This is an optimization exercise on Yosys and OpenROAD, whose aim is small area, a short achievable clock period and few clock cycles per item, not a production implementation. At most, simulation tests tie the RTL to the original design; equivalence was not proved.

==> inputs of run D <==
==> flow/design.v (excerpt) <==
module stripe_recover (
    input  wire         clk,
    input  wire         rst,
    input  wire         cfg_valid,
    output wire         cfg_ready,
    input  wire [4:0]   cfg_k,
    input  wire [1:0]   cfg_m,
    input  wire [18:0]  cfg_avail,
    input  wire         in_valid,
    output wire         in_ready,
    input  wire [151:0] in_data,
    output wire         out_valid,
    input  wire         out_ready,
    output wire         out_ok,
    output wire [127:0] out_data
);
export LEC_CHECK = 0
export CAP_MARGIN = 20
export CORE_MARGIN = 2
export CORE_UTILIZATION = 40
export CTS_BUF_LIST = sky130_fd_sc_hd__clkbuf_4
export SLEW_MARGIN = 20
create_clock -name core_clock -period 14.0 [get_ports {clk}]
standard.sh (not shown) runs the stock make flow with config.mk's settings and CLKGATE_MAP_FILE= SYNTH_SCRIPT=/design/flow/synth_recipe.tcl, a recipe that flattens the netlist after the stock synthesis.
==> flow/flow/run.sh <==
#!/bin/bash
set -euo pipefail
bash standard.sh SETUP_SLACK_MARGIN=8.0 "BUFFER_PORTS_ARGS=-buffer_cell sky130_fd_sc_hd__buf_1" finish > flow_make.log 2>&1
==> run G (differences from run D) <==
--- a/flow/design.v
+++ b/flow/design.v
@@ -241,29 +241,20 @@
     reg [15:0] q_er;            
     reg [2:0]  q_rp;            
     reg  v1, v2;                          
     wire ld2 = !v2 || out_ready;          
     wire ld  = !v1 || ld2;                
     reg  busy;                            
+    assign cfg_ready = ld;
+    assign in_ready  = ld && !busy;
     always @(posedge clk) begin
         if (rst)
             busy <= 1'b0;
         else
             busy <= cfg_valid && ld;
     end
-    wire n_v1   = !rst && (ld ? (in_valid && !busy) : v1);
-    wire n_v2   = !rst && (ld2 ? v1 : v2);
-    wire n_busy = !rst && cfg_valid && ld;
-    reg  r_nf, r_nb, r_nfb;
-    always @(posedge clk) begin
-        r_nf  <= !(n_v1 && n_v2);
-        r_nb  <= !n_busy;
-        r_nfb <= !(n_v1 && n_v2) && !n_busy;
-    end
-    assign cfg_ready = r_nf || out_ready;
-    assign in_ready  = r_nfb || (out_ready && r_nb);
     always @(posedge clk) begin
         if (cfg_valid && ld) begin
             q_pm <= cfg_avail[15:0] & f_km;
             q_er <= ~cfg_avail[15:0] & f_km;
             q_rp <= f_rp;
         end
@@ -413,14 +404,14 @@
             md <= f_md;
             s0 <= f_s0;
             s1 <= f_s1;
             s2 <= f_s2;
         end
     end
-    wire [7:0] t0 = gf_mul(s0, c_b00) ^ gf_mul(s1, c_b01) ^ (s2 & {8{c_b02}});
-    wire [7:0] t1 = gf_mul(s0, c_b10) ^ gf_mul(s1, c_b11) ^ (s2 & {8{c_b12}});
+    wire [7:0] t0 = gf_mul(c_b00, s0) ^ gf_mul(c_b01, s1) ^ (s2 & {8{c_b02}});
+    wire [7:0] t1 = gf_mul(c_b10, s0) ^ gf_mul(c_b11, s1) ^ (s2 & {8{c_b12}});
     wire [7:0] x0 = gf_mul(c_k0, t0);
     wire [7:0] x1 = gf_mul(c_k1, t1);
     wire [7:0] x2 = s0 ^ x0 ^ x1;
     reg [127:0] f_out;
     integer     oc;
     always @(*) begin
==> flow/flow/run.sh (replaced) <==
#!/bin/bash
set -euo pipefail
bash standard.sh SETUP_SLACK_MARGIN=8.0 finish > flow_make.log 2>&1
CORE_UTILIZATION = 60   (was 40)
CTS_BUF_LIST = not set   (was sky130_fd_sc_hd__clkbuf_4)
==> run C (differences from run D) <==
--- a/flow/design.v
+++ b/flow/design.v
@@ -413,14 +413,14 @@
             md <= f_md;
             s0 <= f_s0;
             s1 <= f_s1;
             s2 <= f_s2;
         end
     end
-    wire [7:0] t0 = gf_mul(s0, c_b00) ^ gf_mul(s1, c_b01) ^ (s2 & {8{c_b02}});
-    wire [7:0] t1 = gf_mul(s0, c_b10) ^ gf_mul(s1, c_b11) ^ (s2 & {8{c_b12}});
+    wire [7:0] t0 = gf_mul(c_b00, s0) ^ gf_mul(c_b01, s1) ^ (s2 & {8{c_b02}});
+    wire [7:0] t1 = gf_mul(c_b10, s0) ^ gf_mul(c_b11, s1) ^ (s2 & {8{c_b12}});
     wire [7:0] x0 = gf_mul(c_k0, t0);
     wire [7:0] x1 = gf_mul(c_k1, t1);
     wire [7:0] x2 = s0 ^ x0 ^ x1;
     reg [127:0] f_out;
     integer     oc;
     always @(*) begin
==> flow/flow/run.sh (replaced) <==
#!/bin/bash
set -euo pipefail
bash standard.sh SETUP_SLACK_MARGIN=8.4 "BUFFER_PORTS_ARGS=-buffer_cell sky130_fd_sc_hd__buf_1" finish > flow_make.log 2>&1
CTS_BUF_LIST = not set   (was sky130_fd_sc_hd__clkbuf_4)
==> comparison <==
In run G the first-iteration DRC count is higher than in run D, by 9.0%. Worst setup slack, highest first: run D, run C, run G. In run C the count of clock-buffer cells in the layout is higher than in run G, by 1. Final cell count, lowest first: run G, run D, run C. In run G the design area is smaller than in run C, by about 1.7%. Between run C and run D, the lower via count is in run C (gap 0.61%, measured against run D). Of run D and run G, run D has the higher clock skew (gap 0.059 ns). Run D finished clean. Run C finished clean. Run G ran to the end with no violations. The lowest global-route usage belongs to run C, the highest to run G.
==> figures <==
                                                                             run D                       run G                       run C
Run status                                                timing/DRC/antenna clean    timing/DRC/antenna clean    timing/DRC/antenna clean
Layout buffering overhead excluding clock cells                             4.377%                      8.583%                      5.689%
Pin count of the biggest net entering global routing                            81                          89                         101
Fmax                                                                     165.6 MHz                   161.7 MHz                   165.5 MHz
Number of storage elements in the synthesis netlist                            422                         419                         422
Clk slew on worst S/H paths                                                0.07 ns                     0.06 ns                     0.07 ns
Non-clk bufs                                                                   401                         399                         483
Simple-Gate Fraction of Synth Area                                          15.50%                      15.77%                      15.64%
Vias                                                                        35,580                      34,280                      35,370
Routing usage on met3                                                       7.852%                      10.26%                      7.249%
Most common cell on crit path                               sky130_fd_sc_hd__buf_6      sky130_fd_sc_hd__buf_6                           -
Combined area of the multi-input logic cells                           25,590 um^2                 25,410 um^2                 26,730 um^2
Clock tree root buffer cell                              sky130_fd_sc_hd__clkbuf_4  sky130_fd_sc_hd__clkbuf_16  sky130_fd_sc_hd__clkbuf_16
Area fraction of clock buffers and clock inverters                          3.455%                      3.854%                      3.878%
Count of distinct cell types in the synthesized netlist                        105                         112                         100
Fraction of area in registers                                               27.08%                      26.14%                      25.85%
Number of sequential cells in the layout                                       422                         419                         422
Average wire per cell in the routed design                                24.32 um                    23.67 um                    24.06 um
Testbench counts of run G, summed over its fixed seeds: cycles 6,544, items 6,144.
Function not checked in run D and run C: the RTL went through the layout flow alone.


==> raven <==
stripe_recover, a different RTL version from the one above (not shown whole).
==> flow/config.mk <==
export PLATFORM = sky130hd
export DESIGN_NAME = stripe_recover
export DESIGN_NICKNAME = stripe_recover
export VERILOG_FILES = /design/flow/design.v
export SDC_FILE = /design/flow/constraint.sdc
export NUM_CORES = 4
export LEC_CHECK = 0
export CAP_MARGIN = 20
export CORE_MARGIN = 2
export CORE_UTILIZATION = 40
export CTS_BUF_LIST = sky130_fd_sc_hd__clkbuf_4
export SLEW_MARGIN = 20
==> flow/constraint.sdc <==
create_clock -name core_clock -period 14.0 [get_ports {clk}]
set_input_delay 2.8000 -clock core_clock [delete_from_list [all_inputs] [get_ports {clk}]]
set_output_delay 2.8000 -clock core_clock [all_outputs]
set_load 0.01 [all_outputs]
==> flow/flow/run.sh <==
#!/bin/bash
set -euo pipefail
bash standard.sh SETUP_SLACK_MARGIN=7.85 "BUFFER_PORTS_ARGS=-buffer_cell sky130_fd_sc_hd__buf_1" finish > flow_make.log 2>&1
==> inputs of tundra, as changes to raven <==
==> flow/flow/run.sh (replaced) <==
#!/bin/bash
set -euo pipefail
bash standard.sh SETUP_SLACK_MARGIN=8.0 "BUFFER_PORTS_ARGS=-buffer_cell sky130_fd_sc_hd__buf_1" finish > flow_make.log 2>&1
- CTS_BUF_LIST: sky130_fd_sc_hd__clkbuf_4 -> sky130_fd_sc_hd__clkbuf_8
- CTS_CLUSTER_DIAMETER: default -> 60
- CTS_CLUSTER_SIZE: default -> 14
==> inputs of quartz, as changes to raven <==
--- a/flow/design.v
+++ b/flow/design.v
@@ -127,52 +127,12 @@
             4'd14: gf_p16 = 8'h12;
             4'd15: gf_p16 = 8'h2C;
             default: gf_p16 = 8'h00;
             endcase
         end
     endfunction
-    function [7:0] gf_ipw;
-        input [4:0] n;
-        begin
-            case (n)
-            5'd0: gf_ipw = 8'h01;
-            5'd1: gf_ipw = 8'h8E;
-            5'd2: gf_ipw = 8'h47;
-            5'd3: gf_ipw = 8'hAD;
-            5'd4: gf_ipw = 8'hD8;
-            5'd5: gf_ipw = 8'h6C;
-            5'd6: gf_ipw = 8'h36;
-            5'd7: gf_ipw = 8'h1B;
-            5'd8: gf_ipw = 8'h83;
-            5'd9: gf_ipw = 8'hCF;
-            5'd10: gf_ipw = 8'hE9;
-            5'd11: gf_ipw = 8'hFA;
-            5'd12: gf_ipw = 8'h7D;
-            5'd13: gf_ipw = 8'hB0;
-            5'd14: gf_ipw = 8'h58;
-            5'd15: gf_ipw = 8'h2C;
-            5'd16: gf_ipw = 8'h16;
-            5'd17: gf_ipw = 8'h0B;
-            5'd18: gf_ipw = 8'h8B;
-            5'd19: gf_ipw = 8'hCB;
-            5'd20: gf_ipw = 8'hEB;
-            5'd21: gf_ipw = 8'hFB;
-            5'd22: gf_ipw = 8'hF3;
-            5'd23: gf_ipw = 8'hF7;
-            5'd24: gf_ipw = 8'hF5;
-            5'd25: gf_ipw = 8'hF4;
-            5'd26: gf_ipw = 8'h7A;
-            5'd27: gf_ipw = 8'h3D;
-            5'd28: gf_ipw = 8'h90;
-            5'd29: gf_ipw = 8'h48;
-            5'd30: gf_ipw = 8'h24;
-            5'd31: gf_ipw = 8'h12;
-            default: gf_ipw = 8'h00;
-            endcase
-        end
-    endfunction
     function [3:0] tadd;
         input [3:0] x;
         input [3:0] y;
         begin
             tadd[0] = x[0] | y[0];
             tadd[1] = x[1] | y[1] | (x[0] & y[0]);
@@ -266,95 +226,95 @@
             if (n[1]) x = gf_mulc(x, 2);
             if (n[2]) x = gf_mulc(x, 4);
             if (n[3]) x = gf_mulc(x, 8);
             gf_alog = x;
         end
     endfunction
-    reg [15:0] f_km, f_er;
+    reg [15:0] f_km;
     reg [2:0]  f_rp;
-    reg [3:0]  f_pre [0:15];    
-    reg [3:0]  f_p0, f_p1, f_p2;
-    reg [3:0]  f_ne;
-    reg [2:0]  f_nr;
-    reg        f_fail;
-    integer    fc, fl;
     always @(*) begin
         f_km = kmask(cfg_k);
-        f_er = ~cfg_avail[15:0] & f_km;
         f_rp[0] = (cfg_m != 2'd0) && cfg_avail[16];
         f_rp[1] = cfg_m[1] && cfg_avail[17];
         f_rp[2] = (cfg_m == 2'd3) && cfg_avail[18];
-        for (fc = 0; fc < 16; fc = fc + 1)
-            f_pre[fc] = {3'b000, f_er[fc]};
-        for (fl = 1; fl < 16; fl = fl * 2)
-            for (fc = 15; fc >= 0; fc = fc - 1)
-                if (fc >= fl)
-                    f_pre[fc] = tadd(f_pre[fc], f_pre[fc - fl]);
-        f_p0 = 4'd0;
-        f_p1 = 4'd0;
-        f_p2 = 4'd0;
-        for (fc = 1; fc < 16; fc = fc + 1) begin
-            if (f_er[fc] && !f_pre[fc-1][0])
-                f_p0 = f_p0 | fc[3:0];
-            if (f_er[fc] && f_pre[fc-1][0] && !f_pre[fc-1][1])
-                f_p1 = f_p1 | fc[3:0];
-            if (f_er[fc] && f_pre[fc-1][1] && !f_pre[fc-1][2])
-                f_p2 = f_p2 | fc[3:0];
-        end
-        f_ne = f_pre[15];
-        f_nr[0] = |f_rp;
-        f_nr[1] = (f_rp[0] & f_rp[1]) | (f_rp[0] & f_rp[2]) | (f_rp[1] & f_rp[2]);
-        f_nr[2] = &f_rp;
-        f_fail = (f_ne[0] & !f_nr[0]) | (f_ne[1] & !f_nr[1]) | (f_ne[2] & !f_nr[2]) | f_ne[3];
     end
     reg [15:0] q_pm;            
-    reg [3:0]  q_p0, q_p1, q_p2;    
-    reg [2:0]  q_ne;            
+    reg [15:0] q_er;            
     reg [2:0]  q_rp;            
-    reg        q_fail;
     reg  v1, v2;                          
     wire ld2 = !v2 || out_ready;          
     wire ld  = !v1 || ld2;                
-    reg  busy;
-    wire n_busy = !rst && cfg_valid && ld && f_ne[1];
-    always @(posedge clk)
-        busy <= n_busy;
-    wire n_v1 = !rst && (ld ? (in_valid && !busy) : v1);
-    wire n_v2 = !rst && (ld2 ? v1 : v2);
-    reg  r_nf, r_nb, r_nfb;
+    reg  busy;                            
+    assign cfg_ready = ld;
+    assign in_ready  = ld && !busy;
     always @(posedge clk) begin
-        r_nf  <= !(n_v1 && n_v2);
-        r_nb  <= !n_busy;
-        r_nfb <= !(n_v1 && n_v2) && !n_busy;
+        if (rst)
+            busy <= 1'b0;
+        else
+            busy <= cfg_valid && ld;
     end
-    assign cfg_ready = r_nf || out_ready;
-    assign in_ready  = r_nfb || (out_ready && r_nb);
     always @(posedge clk) begin
         if (cfg_valid && ld) begin
-            q_pm   <= cfg_avail[15:0] & f_km;
-            q_p0   <= f_p0;
-            q_p1   <= f_p1;
-            q_p2   <= f_p2;
-            q_ne   <= f_ne[2:0];
-            q_rp   <= f_rp;
-            q_fail <= f_fail;
+            q_pm <= cfg_avail[15:0] & f_km;
+            q_er <= ~cfg_avail[15:0] & f_km;
+            q_rp <= f_rp;
         end
     end
+    reg [3:0]  g_pre [0:15];    
+    reg [3:0]  g_p0, g_p1, g_p2;
+    reg [3:0]  g_ne;
+    reg [2:0]  g_nr;
+    reg        g_fail;
+    integer    fc, fl;
+    always @(*) begin
+        for (fc = 0; fc < 16; fc = fc + 1)
+            g_pre[fc] = {3'b000, q_er[fc]};
+        for (fl = 1; fl < 16; fl = fl * 2)
+            for (fc = 15; fc >= 0; fc = fc - 1)
+                if (fc >= fl)
+                    g_pre[fc] = tadd(g_pre[fc], g_pre[fc - fl]);
+        g_p0 = 4'd0;
+        g_p1 = 4'd0;
+        g_p2 = 4'd0;
+        for (fc = 1; fc < 16; fc = fc + 1) begin
+            if (q_er[fc] && !g_pre[fc-1][0])
+                g_p0 = g_p0 | fc[3:0];
+            if (q_er[fc] && g_pre[fc-1][0] && !g_pre[fc-1][1])
+                g_p1 = g_p1 | fc[3:0];
+            if (q_er[fc] && g_pre[fc-1][1] && !g_pre[fc-1][2])
+                g_p2 = g_p2 | fc[3:0];
+        end
+        g_ne = g_pre[15];
+        g_nr[0] = |q_rp;
+        g_nr[1] = (q_rp[0] & q_rp[1]) | (q_rp[0] & q_rp[2]) | (q_rp[1] & q_rp[2]);
+        g_nr[2] = &q_rp;
+        g_fail = (g_ne[0] & !g_nr[0]) | (g_ne[1] & !g_nr[1]) | (g_ne[2] & !g_nr[2]) | g_ne[3];
+    end
+    reg [3:0]  q_p0, q_p1, q_p2;
+    reg [2:0]  q_ne;
+    reg        q_fail;
+    always @(posedge clk) begin
+        q_p0   <= g_p0;
+        q_p1   <= g_p1;
+        q_p2   <= g_p2;
+        q_ne   <= g_ne[2:0];
+        q_fail <= g_fail;
+    end
     wire [1:0] r0   = q_rp[0] ? 2'd0 : (q_rp[1] ? 2'd1 : 2'd2);
     wire [1:0] r1   = (q_rp[0] && q_rp[1]) ? 2'd1 : 2'd2;
     wire [1:0] dd   = (q_rp[0] && !q_rp[1]) ? 2'd2 : 2'd1;   
-    wire       e1   = q_ne[0] && !q_ne[1];
-    wire       e2   = q_ne[1] && !q_ne[2];
-    wire       e3   = q_ne[2];
+    wire       e1   = g_ne[0] && !g_ne[1];
+    wire       e2   = g_ne[1] && !g_ne[2];
+    wire       e3   = g_ne[2];
     wire       fail = q_fail;
-    wire [4:0] pa = {1'b0, q_p0};
-    wire [4:0] pb = {1'b0, q_p1};
-    wire [4:0] pc = {1'b0, q_p2};
-    wire [3:0] dba = q_p1 - q_p0;
-    wire [3:0] dca = q_p2 - q_p0;
-    wire [3:0] dcb = q_p2 - q_p1;
+    wire [4:0] pa = {1'b0, g_p0};
+    wire [4:0] pb = {1'b0, g_p1};
+    wire [4:0] pc = {1'b0, g_p2};
+    wire [3:0] dba = g_p1 - g_p0;
+    wire [3:0] dca = g_p2 - g_p0;
+    wire [3:0] dcb = g_p2 - g_p1;
     wire [7:0] z_u  = gf_zech(dba);
     wire [7:0] z_ba = (e2 && dd == 2'd2) ? {z_u[6:0], z_u[7]} : z_u;
     wire [7:0] z_ca = e3 ? gf_zech(dca) : 8'h00;
     wire [7:0] z_cb = e3 ? gf_zech(dcb) : 8'h00;
     wire [4:0] sab  = pa + pb;
     wire [1:0] rs0  = e1 ? r0 : (e2 ? r1 : 2'd2);
@@ -376,15 +336,15 @@
     wire       on00 = (e1 && r0 == 2'd0) || (e2 && r0 == 2'd0) || e3;
     wire       on10 = (e2 && r0 == 2'd0) || e3;
     wire       on01 = (e1 && r0 == 2'd1) || (e2 && (r0 == 2'd1 || r1 == 2'd1)) || e3;
     wire       on11 = (e2 && (r0 == 2'd1 || r1 == 2'd1)) || e3;
     wire [4:0] x00  = e3 ? (pb + pc) : (e2 ? db : 5'd0);
     wire [4:0] x10  = e3 ? (pa + pc) : da;
-    wire [3:0] x01  = (e3 || (e2 && r0 == 2'd1)) ? q_p1 : 4'd0;
-    wire [3:0] x11  = (e3 || (e2 && r0 == 2'd1)) ? q_p0 : 4'd0;
-    wire [7:0] gcx  = e3 ? gf_pw({1'b0, q_p2}) : 8'h00;
+    wire [3:0] x01  = (e3 || (e2 && r0 == 2'd1)) ? g_p1 : 4'd0;
+    wire [3:0] x11  = (e3 || (e2 && r0 == 2'd1)) ? g_p0 : 4'd0;
+    wire [7:0] gcx  = e3 ? gf_pw({1'b0, g_p2}) : 8'h00;
     wire [7:0] b00  = on00 ? gf_pw(x00) : 8'h00;
     wire [7:0] b10  = on10 ? gf_pw(x10) : 8'h00;
     wire [7:0] b01  = on01 ? (gf_pw({1'b0, x01}) ^ gcx) : 8'h00;
     wire [7:0] b11  = on11 ? (gf_pw({1'b0, x11}) ^ gcx) : 8'h00;
     wire       b02  = (e1 && r0 == 2'd2) || (e2 && r1 == 2'd2) || e3;
     wire       b12  = (e2 && r1 == 2'd2) || e3;
@@ -394,13 +354,13 @@
         c_b00 <= b00;
         c_b01 <= b01;
         c_b02 <= b02;
         c_b10 <= b10;
         c_b11 <= b11;
         c_b12 <= b12;
-        c_k0  <= q_ne[1] ? gf_alog(~lk0) : gf_ipw(sm0);
+        c_k0  <= gf_alog(~lk0);
         c_k1  <= gf_alog(~lk1);
     end
     reg [127:0] md;             
     reg [7:0]   s0, s1, s2;     
     reg [127:0] f_md;
     reg [7:0]   f_s0, f_s1, f_s2;
@@ -444,14 +404,14 @@
             md <= f_md;
             s0 <= f_s0;
             s1 <= f_s1;
             s2 <= f_s2;
         end
     end
-    wire [7:0] t0 = gf_mul(s0, c_b00) ^ gf_mul(s1, c_b01) ^ (s2 & {8{c_b02}});
-    wire [7:0] t1 = gf_mul(s0, c_b10) ^ gf_mul(s1, c_b11) ^ (s2 & {8{c_b12}});
+    wire [7:0] t0 = gf_mul(c_b00, s0) ^ gf_mul(c_b01, s1) ^ (s2 & {8{c_b02}});
+    wire [7:0] t1 = gf_mul(c_b10, s0) ^ gf_mul(c_b11, s1) ^ (s2 & {8{c_b12}});
     wire [7:0] x0 = gf_mul(c_k0, t0);
     wire [7:0] x1 = gf_mul(c_k1, t1);
     wire [7:0] x2 = s0 ^ x0 ^ x1;
     reg [127:0] f_out;
     integer     oc;
     always @(*) begin
==> flow/flow/run.sh (replaced) <==
#!/bin/bash
set -euo pipefail
bash standard.sh SETUP_SLACK_MARGIN=8.0 "BUFFER_PORTS_ARGS=-buffer_cell sky130_fd_sc_hd__buf_2" finish > flow_make.log 2>&1
- CTS_BUF_LIST: sky130_fd_sc_hd__clkbuf_4 -> default
==> inputs of lagoon, as changes to raven <==
==> flow/flow/run.sh (replaced) <==
#!/bin/bash
set -euo pipefail
bash standard.sh SETUP_SLACK_MARGIN=8.0 "BUFFER_PORTS_ARGS=-buffer_cell sky130_fd_sc_hd__buf_1" finish > flow_make.log 2>&1
==> run notes <==
critical path buffer and inverter count=3; status=complete, no violations; relative slew slack=19.1%; Pre-antenna DRT Iters=7; Setup Fix Bufs, Post-CTS=11; Wirelength per Cell=23.6 um
# the run above: quartz

==> run notes <==
Worst R2R Path Depth=17; metal2 WL=about 68 mm; relative slew slack=between 20% and 30%; Wirelength per Cell=roughly 26 um; DR WL met3=15.1 mm; critical path buffer and inverter count=2; fillers=approximately 9400; status=complete, no violations; Synth top area share=24.8%; Setup Fix Bufs, Post-CTS=13; worst setup path end=cfg_ready
# the run above: tundra

==> run notes <==
status=complete, no violations; relative slew slack=between 20 and 25%; Setup Fix Bufs, Post-CTS=2; Nets=between 4000 and 5000; critical path buffer and inverter count=2; Wirelength per Cell=~25 um; Pre-antenna DRT Iters=6
# the run above: raven

==> run notes <==
status=complete, no violations; Pre-antenna DRT Iters=8; Wirelength per Cell=approximately 26 um; DP Area=~40000 sq um; initial antenna violation count=3; Synthesized Nets=4709; Setup Fix Bufs, Post-CTS=10; relative slew slack=a little under a quarter
# the run above: lagoon

Testbench counts of raven, summed over its fixed seeds: cycles 6,399, items 6,144.
Testbench counts of tundra, summed over its fixed seeds: cycles 6,399, items 6,144.
Testbench counts of quartz, summed over its fixed seeds: cycles 6,544, items 6,144.
Testbench counts of lagoon, summed over its fixed seeds: cycles 6,399, items 6,144.

-- separate check: timing with driven ports --
How much do the figures lean on ideal ports? The routed layouts below were timed once more, with nothing changed but the port constraints. Step 1, drivers: a clkbuf_16 drives clk and a buf_2 each remaining input, both assumed. Step 2 moves the port delays by t, midway between the first and last clock arrival at a register: inputs arrive t later, outputs are due t later. That takes back most of the time a late clock gives input paths. Three values: ideal ports, drivers, drivers and shift; two values: the first two.
run | shift t [ns] | setup WS [ns] | worst setup path after step 2 | worst register clock-pin slew, ns
run D | 1.058 | 7.960 / 7.922 / 7.191 | input to register | 0.08 / 0.08
run G | 0.680 | 7.815 / 7.780 / 7.446 | input to register | 0.07 / 0.07
run C | 0.692 | 7.957 / 7.912 / 7.799 | input to register | 0.07 / 0.07
raven | 0.984 | 7.931 / 7.910 / 7.149 | input to register | 0.09 / 0.09
tundra | 0.769 | 7.970 / 7.938 / 7.524 | input to register | 0.11 / 0.11
quartz | 0.681 | 7.785 / 7.742 / 7.575 | input to register | 0.08 / 0.08
lagoon | 1.012 | 7.970 / 7.938 / 7.450 | input to register | 0.09 / 0.09
After both steps every run listed still meets setup and hold. The setup slack of raven, which loses most, moves by -0.021 ns with the drivers and by -0.782 ns with both steps.
